Context: an optimization exercise on an open-source flow, tuned for small area and a short achievable clock period. The choices shown serve that exercise and are no tape-out recipe.

==> job 8190: inputs <==
## cast_unit
module cast_unit (
    input  wire        clk,
    input  wire        rst,
    input  wire        in_valid,
    input  wire [5:0]  in_src_fmt,
    input  wire [5:0]  in_dst_fmt,
    input  wire [1:0]  in_round,
    input  wire        in_ovf,
    input  wire [31:0] in_code,
    input  wire [63:0] in_seed,
    input  wire [15:0] in_tag,
    input  wire [47:0] in_idx,
    output reg         out_valid,
    output reg  [31:0] out_code,
    output reg         out_sat,
    output reg         out_nan,
    output reg         out_err
);
clock: 24.0 ns
lec_check: 0
cap_margin: 20
core_margin: 2
core_utilization: 40
slew_margin: 20
standard.sh (not shown) runs the stock make flow with config.mk's settings and CLKGATE_MAP_FILE= SYNTH_SCRIPT=/design/flow/synth_recipe.tcl, a recipe that flattens the netlist after the stock synthesis.
==> flow/flow/run.sh <==
#!/bin/bash
set -euo pipefail
bash standard.sh SETUP_SLACK_MARGIN=14 finish > make.log 2>&1
==> job 2862: changes against job 8190 <==
--- a/flow/design.v
+++ b/flow/design.v
@@ -87,51 +87,27 @@
     output reg         out_valid,
     output reg  [31:0] out_code,
     output reg         out_sat,
     output reg         out_nan,
     output reg         out_err
 );
     localparam [31:0] K1 = 32'h9E37_79B9, K2 = 32'h3C6E_F372,
                       K3 = 32'hDAA6_6D2B, K4 = 32'h78DD_E6E4;
-    reg        a_valid;
-    reg [5:0]  a_src, a_dst;
-    reg [1:0]  a_rnd;
-    reg        a_ovf;
-    reg [31:0] a_code;
-    reg [31:0] a_x, a_y;
-    always @(posedge clk) begin
-        if (rst)
-            a_valid <= 1'b0;
-        else
-            a_valid <= in_valid;
-        a_src  <= in_src_fmt;
-        a_dst  <= in_dst_fmt;
-        a_rnd  <= in_round;
-        a_ovf  <= in_ovf;
-        a_code <= in_code;
-        a_x    <= in_idx[31:0] ^ in_seed[31:0];
-        a_y    <= {in_tag, in_idx[47:32]} ^ in_seed[63:32];
-    end
-    wire [31:0] cs1  = a_x ^ a_y ^ K1;
-    wire [31:0] cc1w = (a_x & a_y) | (a_x & K1) | (a_y & K1);
-    wire [31:0] a1, y1, cs2, a2, y2, cs3_u;
-    wire [30:0] cc2, cc3_u;
-    cast_unit_round #(.KN(K2)) rd1 (.cs(cs1), .cc(cc1w[30:0]), .y(a_y), .ao(a1), .yo(y1), .cso(cs2), .cco(cc2));
-    cast_unit_round #(.KN(K3)) rd2 (.cs(cs2), .cc(cc2), .y(y1), .ao(a2), .yo(y2), .cso(cs3_u), .cco(cc3_u));
-    wire sF32 = (a_src == 6'h01), sB16 = (a_src == 6'h02), sF16 = (a_src == 6'h03);
-    wire sE43 = (a_src == 6'h04), sE52 = (a_src == 6'h05), sE32 = (a_src == 6'h06);
-    wire sE23 = (a_src == 6'h07), sE21 = (a_src == 6'h08);
-    wire sI32 = (a_src == 6'h10), sI16 = (a_src == 6'h11), sI8  = (a_src == 6'h12);
-    wire sU8  = (a_src == 6'h13), sI4  = (a_src == 6'h14), sU4  = (a_src == 6'h15);
-    wire sI3  = (a_src == 6'h16), sI2  = (a_src == 6'h17), sTN  = (a_src == 6'h18);
-    wire sMK  = (a_src == 6'h19);
+    wire [5:0]  sf = in_src_fmt;
+    wire [31:0] c  = in_code;
+    wire sF32 = (sf == 6'h01), sB16 = (sf == 6'h02), sF16 = (sf == 6'h03);
+    wire sE43 = (sf == 6'h04), sE52 = (sf == 6'h05), sE32 = (sf == 6'h06);
+    wire sE23 = (sf == 6'h07), sE21 = (sf == 6'h08);
+    wire sI32 = (sf == 6'h10), sI16 = (sf == 6'h11), sI8  = (sf == 6'h12);
+    wire sU8  = (sf == 6'h13), sI4  = (sf == 6'h14), sU4  = (sf == 6'h15);
+    wire sI3  = (sf == 6'h16), sI2  = (sf == 6'h17), sTN  = (sf == 6'h18);
+    wire sMK  = (sf == 6'h19);
     wire s_fl = sF32 | sB16 | sF16 | sE43 | sE52 | sE32 | sE23 | sE21;
     wire s_in = sI32 | sI16 | sI8 | sU8 | sI4 | sU4 | sI3 | sI2 | sTN | sMK;
-    wire [31:0] c = a_code;
     wire        f_sg = (sF32 & c[31]) | ((sB16 | sF16) & c[15]) | ((sE43 | sE52) & c[7]) |
                        ((sE32 | sE23) & c[5]) | (sE21 & c[3]);
     wire [7:0]  f_ef = ({8{sF32}} & c[30:23]) | ({8{sB16}} & c[14:7]) |
                        ({8{sF16}} & {3'd0, c[14:10]}) | ({8{sE43}} & {4'd0, c[6:3]}) |
                        ({8{sE52}} & {3'd0, c[6:2]}) | ({8{sE32}} & {5'd0, c[4:2]}) |
                        ({8{sE23}} & {6'd0, c[4:3]}) | ({8{sE21}} & {6'd0, c[2:1]});
     wire [22:0] f_mf = ({23{sF32}} & c[22:0]) | ({23{sB16}} & {c[6:0], 16'd0}) |
                        ({23{sF16}} & {c[9:0], 13'd0}) | ({23{sE43 | sE23}} & {c[2:0], 20'd0}) |
@@ -140,61 +116,91 @@
                           (sE43 & (&c[6:3])) | (sE52 & (&c[6:2]));
     wire        f_hasinf = sF32 | sB16 | sF16 | sE52;
     wire        f_efz  = (f_ef == 8'd0);
     wire        f_mz   = (f_mf == 23'd0);
     wire        fl_inf = f_hasinf & f_efmax & f_mz;
     wire        fl_nan = (f_hasinf & f_efmax & ~f_mz) | (sE43 & f_efmax & (&c[2:0]));
     wire [7:0]  f_bias = ({8{sF32 | sB16}} & 8'd127) | ({8{sF16 | sE52}} & 8'd15) |
                          ({8{sE43}} & 8'd7) | ({8{sE32}} & 8'd3) | ({8{sE23 | sE21}} & 8'd1);
-    wire [9:0]  f_e    = {2'b0, f_ef[7:1], f_ef[0] | f_efz} - {2'b0, f_bias};
+    wire [7:0]  f_e    = {f_ef[7:1], f_ef[0] | f_efz} - f_bias;
     wire        tern_n = (c[1:0] == 2'd0), tern_p = (c[1:0] == 2'd2);
     wire        i_neg  = (sI32 & c[31]) | (sI16 & c[15]) | (sI8 & c[7]) | (sI4 & c[3]) |
                          (sI3 & c[2]) | (sI2 & c[1]) | (sTN & tern_n);
     wire [31:0] i_sx   = ({32{sI32}} & c) | ({32{sI16}} & {{16{c[15]}}, c[15:0]}) |
                          ({32{sI8}} & {{24{c[7]}}, c[7:0]}) | ({32{sU8}} & {24'd0, c[7:0]}) |
                          ({32{sI4}} & {{28{c[3]}}, c[3:0]}) | ({32{sU4}} & {28'd0, c[3:0]}) |
                          ({32{sI3}} & {{29{c[2]}}, c[2:0]}) | ({32{sI2}} & {{30{c[1]}}, c[1:0]}) |
                          ({32{sTN}} & {{31{tern_n}}, tern_n | tern_p}) | ({32{sMK}} & {31'd0, c[0]});
     wire [31:0] por;
     cast_unit_por por_i (.v(i_sx), .o(por));
     wire [31:0] i_mag  = i_sx ^ ({32{i_neg}} & por);
-    wire [31:0] f_in   = s_fl ? {~f_efz, f_mf, 8'd0} : i_mag;
-    wire [9:0]  e31    = s_fl ? f_e : 10'd31;
-    wire        sgn    = s_fl ? f_sg : i_neg;
-    wire        v_zero = ~(|f_in);
+    reg        a_valid;
+    reg [31:0] a_fin;        
+    reg [7:0]  a_e31;
+    reg        a_sgn, a_nan, a_inf, a_sok;
+    reg [5:0]  a_dst;
+    reg [1:0]  a_rnd;
+    reg        a_ovf;
+    reg [31:0] a_x, a_y;
+    always @(posedge clk) begin
+        if (rst)
+            a_valid <= 1'b0;
+        else
+            a_valid <= in_valid;
+        a_fin  <= s_fl ? {~f_efz, f_mf, 8'd0} : i_mag;
+        a_e31  <= s_fl ? f_e : 8'd31;
+        a_sgn  <= s_fl ? f_sg : i_neg;
+        a_nan  <= s_fl & fl_nan;
+        a_inf  <= s_fl & fl_inf;
+        a_sok  <= s_fl | s_in;
+        a_dst  <= in_dst_fmt;
+        a_rnd  <= in_round;
+        a_ovf  <= in_ovf;
+        a_x    <= in_idx[31:0] ^ in_seed[31:0];
+        a_y    <= {in_tag, in_idx[47:32]} ^ in_seed[63:32];
+    end
+    wire [31:0] cs1  = a_x ^ a_y ^ K1;
+    wire [31:0] cc1w = (a_x & a_y) | (a_x & K1) | (a_y & K1);
+    wire [31:0] a1, y1, cs2, a2, y2, cs3_u;
+    wire [30:0] cc2, cc3_u;
+    cast_unit_round #(.KN(K2)) rd1 (.cs(cs1), .cc(cc1w[30:0]), .y(a_y), .ao(a1), .yo(y1), .cso(cs2), .cco(cc2));
+    cast_unit_round #(.KN(K3)) rd2 (.cs(cs2), .cc(cc2), .y(y1), .ao(a2), .yo(y2), .cso(cs3_u), .cco(cc3_u));
+    wire [31:0]       f_in   = a_fin;
+    wire signed [9:0] e31    = {{2{a_e31[7]}}, a_e31};
+    wire              v_zero = ~(|f_in);
     wire [4:0] lz, tz;
     cast_unit_lzc lzc (.v(f_in), .n(lz));
     cast_unit_lzc tzc (.v({f_in[0], f_in[1], f_in[2], f_in[3], f_in[4], f_in[5], f_in[6], f_in[7],
                            f_in[8], f_in[9], f_in[10], f_in[11], f_in[12], f_in[13], f_in[14], f_in[15],
                            f_in[16], f_in[17], f_in[18], f_in[19], f_in[20], f_in[21], f_in[22], f_in[23],
                            f_in[24], f_in[25], f_in[26], f_in[27], f_in[28], f_in[29], f_in[30], f_in[31]}),
                        .n(tz));
     wire dF32 = (a_dst == 6'h01), dB16 = (a_dst == 6'h02), dF16 = (a_dst == 6'h03);
     wire dE43 = (a_dst == 6'h04), dE52 = (a_dst == 6'h05), dE32 = (a_dst == 6'h06);
     wire dE23 = (a_dst == 6'h07), dE21 = (a_dst == 6'h08);
     wire d_fl = dF32 | dB16 | dF16 | dE43 | dE52 | dE32 | dE23 | dE21;
     wire d_in = (a_dst[5:3] == 3'b010) | (a_dst == 6'h18) | (a_dst == 6'h19);
     wire [5:0] d_cm   = ({6{dF32}} & 6'd31) | ({6{dB16}} & 6'd47) | ({6{dF16}} & 6'd44) |
                         ({6{dE43 | dE23}} & 6'd51) | ({6{dE52 | dE32}} & 6'd52) | ({6{dE21}} & 6'd53);
     wire [6:0] d_bm   = ({7{dF32 | dB16}} & 7'd126) | ({7{dF16 | dE52}} & 7'd14) |
                         ({7{dE43}} & 7'd6) | ({7{dE32}} & 7'd2);
-    wire signed [9:0] eb   = $signed(e31) + $signed({3'd0, d_bm});
+    wire signed [9:0] eb   = e31 + $signed({3'd0, d_bm});
     wire              sub  = d_fl & ($signed({5'd0, lz}) > eb);
-    wire signed [9:0] t_i  = $signed(10'd54) - $signed(e31);
+    wire signed [9:0] t_i  = $signed(10'd54) - e31;
     wire signed [9:0] t_f  = $signed({4'd0, d_cm}) - (sub ? eb : $signed({5'd0, lz}));
     wire signed [9:0] t0   = d_fl ? t_f : t_i;
     wire [6:0]        t    = t0[9] ? 7'd0 : (t0 > 10'sd70) ? 7'd127 : t0[6:0];
     wire [47:0]       u;
     cast_unit_shr shr (.v(f_in), .t(t), .u(u));
     wire              lost = ($signed({5'd0, tz}) + $signed(10'd39) < t0);
-    wire signed [9:0] lg   = $signed(e31) - $signed({5'd0, lz});
+    wire signed [9:0] lg   = e31 - $signed({5'd0, lz});
     wire              big  = ~d_fl & (lg > $signed(10'd31));
     wire signed [9:0] ebx  = eb - $signed({5'd0, lz}) + $signed(10'd1);    
-    wire              a_err = ~(s_fl | s_in) | ~(d_fl | d_in) | (a_rnd == 2'd3);
+    wire              a_err = ~a_sok | ~(d_fl | d_in) | (a_rnd == 2'd3);
     reg        b_valid;
     reg [31:0] b_a, b_y;
     reg [31:0] b_stp;
     reg [15:0] b_f16;
     reg        b_lost, b_rne, b_sr, b_rtz;
     reg        b_sgn, b_err, b_nan, b_inf, b_zero, b_big, b_sub, b_ovf;
     reg [5:0]  b_dst;
     reg [7:0]  b_ebx;
@@ -206,20 +212,20 @@
         b_a    <= a2;
         b_y    <= y2;
         b_stp  <= u[47:16];
         b_f16  <= u[15:0];
         b_lost <= lost;
         b_rne  <= (a_rnd == 2'd0);
         b_sr   <= (a_rnd == 2'd2);
         b_rtz  <= (a_rnd == 2'd1);
-        b_sgn  <= sgn;
+        b_sgn  <= a_sgn;
         b_err  <= a_err;
-        b_nan  <= s_fl & fl_nan;
-        b_inf  <= s_fl & fl_inf;
+        b_nan  <= a_nan;
+        b_inf  <= a_inf;
         b_zero <= v_zero;
         b_big  <= big;
         b_sub  <= sub;
         b_ovf  <= a_ovf;
         b_dst  <= a_dst;
         b_ebx  <= ebx[7:0];
     end
     wire [31:0] cs3  = b_a ^ K3;
@@ -242,100 +248,113 @@
     wire eF32 = (b_dst == 6'h01), eB16 = (b_dst == 6'h02), eF16 = (b_dst == 6'h03);
     wire eE43 = (b_dst == 6'h04), eE52 = (b_dst == 6'h05), eE32 = (b_dst == 6'h06);
     wire eE23 = (b_dst == 6'h07), eE21 = (b_dst == 6'h08);
     wire eI32 = (b_dst == 6'h10), eI16 = (b_dst == 6'h11), eI8  = (b_dst == 6'h12);
     wire eU8  = (b_dst == 6'h13), eI4  = (b_dst == 6'h14), eU4  = (b_dst == 6'h15);
     wire eI3  = (b_dst == 6'h16), eI2  = (b_dst == 6'h17), eTN  = (b_dst == 6'h18);
     wire eMK  = (b_dst == 6'h19);
     wire e_fl = eF32 | eB16 | eF16 | eE43 | eE52 | eE32 | eE23 | eE21;
-    wire e_int = eI32 | eI16 | eI8 | eU8 | eI4 | eU4 | eI3 | eI2;
     wire [7:0]  ex  = b_sub ? 8'd0 : b_ebx;
     wire [31:0] m   = b_stp;
     wire [31:0] fmag0 = ({32{eF32}} & {1'b0, ex, m[22:0]}) | ({32{eB16}} & {16'd0, 1'b0, ex, m[6:0]}) |
                         ({32{eF16}} & {13'd0, 1'b0, ex, m[9:0]}) | ({32{eE43 | eE23}} & {20'd0, 1'b0, ex, m[2:0]}) |
                         ({32{eE52 | eE32}} & {21'd0, 1'b0, ex, m[1:0]}) | ({32{eE21}} & {22'd0, 1'b0, ex, m[0]});
     wire [31:0] mag0 = e_fl ? fmag0 : m;
     wire [31:0] lim = ({32{eF32}} & 32'h7F7F_FFFF) | ({32{eB16}} & 32'h7F7F) | ({32{eF16}} & 32'h7BFF) |
                       ({32{eE43}} & 32'h7E) | ({32{eE52}} & 32'h7B) | ({32{eE32 | eE23}} & 32'h1F) |
                       ({32{eE21}} & 32'h7) |
                       ({32{eI32}} & {b_sgn, {31{~b_sgn}}}) | ({32{eI16}} & {16'd0, b_sgn, {15{~b_sgn}}}) |
                       ({32{eI8}} & {24'd0, b_sgn, {7{~b_sgn}}}) | ({32{eU8}} & {24'd0, {8{~b_sgn}}}) |
                       ({32{eI4}} & {28'd0, b_sgn, {3{~b_sgn}}}) | ({32{eU4}} & {28'd0, {4{~b_sgn}}}) |
                       ({32{eI3}} & {29'd0, b_sgn, {2{~b_sgn}}}) | ({32{eI2}} & {30'd0, b_sgn, ~b_sgn}) |
                       ({32{eTN}} & 32'd1);
     wire        gt   = b_big | (mag0 > lim);
     wire        eq   = ~b_big & (mag0 == lim);
-    wire        over = gt | (eq & up);
     wire        neg  = b_sgn & ~e_fl;
     wire [31:0] ma   = mag0 ^ {32{neg}};
     wire [31:0] pand;                            
     assign pand[0] = 1'b1;
     genvar gi;
     generate
         for (gi = 1; gi < 32; gi = gi + 1) begin : pa
             assign pand[gi] = pand[gi-1] & ma[gi-1];
         end
     endgenerate
-    wire [31:0] res  = ma ^ ({32{up ^ neg}} & pand);
     wire [31:0] sbit = {b_sgn & eF32, 15'd0, b_sgn & (eB16 | eF16), 7'd0, b_sgn & (eE43 | eE52), 1'b0,
                         b_sgn & (eE32 | eE23), 1'b0, b_sgn & eE21, 3'd0};
     wire [31:0] wmask = ({32{eI32}} & 32'hFFFF_FFFF) | ({32{eI16}} & 32'hFFFF) | ({32{eI8 | eU8}} & 32'hFF) |
                         ({32{eI4 | eU4}} & 32'hF) | ({32{eI3}} & 32'h7) | ({32{eI2}} & 32'h3);
     wire        inf_ok = b_ovf & ~b_rtz;
     reg [31:0]  ovf_code;
     always @* begin
         ovf_code = sbit | lim;
         if (inf_ok & eF32) ovf_code = sbit | 32'h7F80_0000;
         if (inf_ok & eB16) ovf_code = sbit | 32'h7F80;
         if (inf_ok & eF16) ovf_code = sbit | 32'h7C00;
         if (inf_ok & eE52) ovf_code = sbit | 32'h7C;
         if (inf_ok & eE43) ovf_code = sbit | 32'h7F;
-        if (e_int) ovf_code = lim;
+        if (~e_fl) ovf_code = lim;
         if (eTN) ovf_code = b_sgn ? 32'd0 : 32'd2;
     end
-    reg [31:0] res_code;
-    reg        res_sat;
-    always @* begin
-        res_code = 32'd0;
-        res_sat  = 1'b0;
-        if (b_err) begin
-            res_code = 32'd0;
-        end else if (eMK) begin
-            res_code = {31'd0, ~b_zero};
-        end else if (b_nan) begin
-            res_code = ({32{eF32}} & 32'h7FC0_0000) | ({32{eB16}} & 32'h7FC0) | ({32{eF16}} & 32'h7E00) |
-                       ({32{eE43}} & 32'h7F) | ({32{eE52}} & 32'h7E) | ({32{eTN}} & 32'd1);
-        end else if (b_inf) begin
-            res_code = ovf_code;
-            res_sat  = 1'b1;
-        end else if (b_zero) begin
-            res_code = e_fl ? sbit : {31'd0, eTN};
-        end else if (over) begin
-            res_code = ovf_code;
-            res_sat  = 1'b1;
-        end else if (e_fl) begin
-            res_code = sbit | res;
-        end else if (eTN) begin
-            res_code = (mag0[0] | up) ? (b_sgn ? 32'd0 : 32'd2) : 32'd1;
-        end else begin
-            res_code = res & wmask;
-        end
-    end
+    wire [31:0] rc0, rc1;
+    wire        rs0, rs1;
+    cast_unit_pick p0 (.err(b_err), .mask(eMK), .nan(b_nan), .inf(b_inf), .zero(b_zero), .fl(e_fl), .tern(eTN),
+                       .sgn(b_sgn), .over(gt), .res(ma ^ ({32{neg}} & pand)), .r1(mag0[0]),
+                       .sbit(sbit), .wmask(wmask), .ovf_code(ovf_code), .code(rc0), .sat(rs0));
+    cast_unit_pick p1 (.err(b_err), .mask(eMK), .nan(b_nan), .inf(b_inf), .zero(b_zero), .fl(e_fl), .tern(eTN),
+                       .sgn(b_sgn), .over(gt | eq), .res(ma ^ ({32{~neg}} & pand)), .r1(1'b1),
+                       .sbit(sbit), .wmask(wmask), .ovf_code(ovf_code), .code(rc1), .sat(rs1));
+    wire [31:0] nan_code = ({32{eF32}} & 32'h7FC0_0000) | ({32{eB16}} & 32'h7FC0) | ({32{eF16}} & 32'h7E00) |
+                           ({32{eE43}} & 32'h7F) | ({32{eE52}} & 32'h7E) | ({32{eTN}} & 32'd1);
     always @(posedge clk) begin
         if (rst)
             out_valid <= 1'b0;
         else
             out_valid <= b_valid;
-        out_code <= res_code;
-        out_sat  <= res_sat;
+        out_code <= (~b_err & ~eMK & b_nan) ? nan_code : (up ? rc1 : rc0);
+        out_sat  <= up ? rs1 : rs0;
         out_nan  <= b_nan & ~b_err;
         out_err  <= b_err;
     end
 endmodule
+module cast_unit_pick (
+    input  wire        err, mask, nan, inf, zero, fl, tern, sgn, over,
+    input  wire [31:0] res,
+    input  wire        r1,
+    input  wire [31:0] sbit, wmask, ovf_code,
+    output reg  [31:0] code,
+    output reg         sat
+);
+    always @* begin
+        code = 32'd0;
+        sat  = 1'b0;
+        if (err) begin
+            code = 32'd0;
+        end else if (mask) begin
+            code = {31'd0, ~zero};
+        end else if (nan) begin
+            code = 32'd0;
+        end else if (inf) begin
+            code = ovf_code;
+            sat  = 1'b1;
+        end else if (zero) begin
+            code = fl ? sbit : {31'd0, tern};
+        end else if (over) begin
+            code = ovf_code;
+            sat  = 1'b1;
+        end else if (fl) begin
+            code = sbit | res;
+        end else if (tern) begin
+            code = r1 ? (sgn ? 32'd0 : 32'd2) : 32'd1;
+        end else begin
+            code = res & wmask;
+        end
+    end
+endmodule
 module cast_unit_por (
     input  wire [31:0] v,
     output wire [31:0] o
 );
     wire [191:0] q;
     assign q[31:0] = v;
     genvar l, i;
     generate
==> flow/flow/run.sh (replaced) <==
#!/bin/bash
# The standard layout (standard.sh), with these make settings:
#   ADDER_MAP_FILE=  (no full/half-adder cell extraction before abc)
#   ABC_AREA=1
# Constraints and clock period are the standard flow's. make's output goes to make.log;
# each ORFS step keeps its own log under orfs/logs.
set -euo pipefail
bash standard.sh ADDER_MAP_FILE= ABC_AREA=1 finish > make.log 2>&1
==> job 3463: changes against job 8190 <==
==> flow/flow/run.sh (replaced) <==
#!/bin/bash
set -euo pipefail
bash standard.sh SETUP_SLACK_MARGIN=17 finish > make.log 2>&1
==> metrics.md <==
| Metric | Value |
|---|---|
| Status | finished clean |
| Average cell area after synthesis | 7.85 um2 |
| Mapped Nets | 4,091 |
| Fin crit share | 0.405 |
| CP max FO | 11 |
| Reg-to-reg critical path startpoint | a_src[3] |
| Yosys warning count | 1 |
| Fraction of area in multi-input gates | 0.631 |
| Period minus WS final | 9710 ps |
| Gpl congestion | 0.971 |
| Area leader, netlist | dfxtp_1 |
[end of results for job 8190]
==> metrics.md <==
| Metric | Value |
|---|---|
| Status | finished clean |
| Fraction of area in multi-input gates | 0.613 |
| Fin crit share | 0.397 |
| Post-DRT Antenna Nets | 0 |
| Yosys warning count | 1 |
| Reg-to-reg critical path startpoint | a_src[4] |
| Average cell area after synthesis | 7.85 um2 |
| CP max FO | 7 |
| Gpl congestion | 0.966 |
| Period minus WS final | 9540 ps |
[end of results for job 3463]
==> metrics.md <==
| Metric | Value |
|---|---|
| Fraction of area in multi-input gates | 0.606 |
| Buffering stage count on the worst path with inverters included | 5 |
| CP max FO | 9 |
| Period minus WS final | 9090 ps |
| Unrepaired setup endpoints after global routing | false |
| Layout area overhead | 14.3% |
| Fin crit share | 0.379 |
| Area leader, netlist | nand2_1 |
| Status | finished clean |
| Reg-to-reg critical path startpoint | b_dst[0] |
| Xor-xnor portion of the synthesized cell area | 0.0720 |
[end of results for job 2862]
No functional check of the RTL was part of any run of this note.

port drivers added, routing unchanged:
In the flow no input, the clock included, has a driving cell. The finished layouts below were timed again as built, in two steps. Step 1 (the two cells are an assumption about what drives the block):
set clk [get_ports {clk}]
set_driving_cell -lib_cell sky130_fd_sc_hd__clkbuf_16 $clk
set_driving_cell -lib_cell sky130_fd_sc_hd__buf_2 [delete_from_list [all_inputs] $clk]
Step 2 also shifts input and output timing later by t, the mid clock arrival at the registers, as if the neighbouring blocks saw the same clock. a / b / c = ideal ports / drivers / drivers and shift; a / b = the first two.
run | t (ns) | setup slack, ns | worst setup path after step 2 | slew at the worst register clock pin (ns) | worst slew at a driven data input, ns
job 8190 | 0.619 | 14.288 / 14.288 / 14.288 | register to register | 0.07 / 0.07 | 0.04
job 2862 | 0.614 | 14.912 / 14.951 / 14.337 | input to register | 0.06 / 0.06 | 0.05
job 3463 | 0.638 | 14.461 / 14.461 / 14.461 | register to register | 0.07 / 0.07 | 0.05
After both steps every run listed still meets setup and hold. The setup slack of job 2862, which loses most, moves by +0.039 ns with the drivers and by -0.575 ns with both steps.
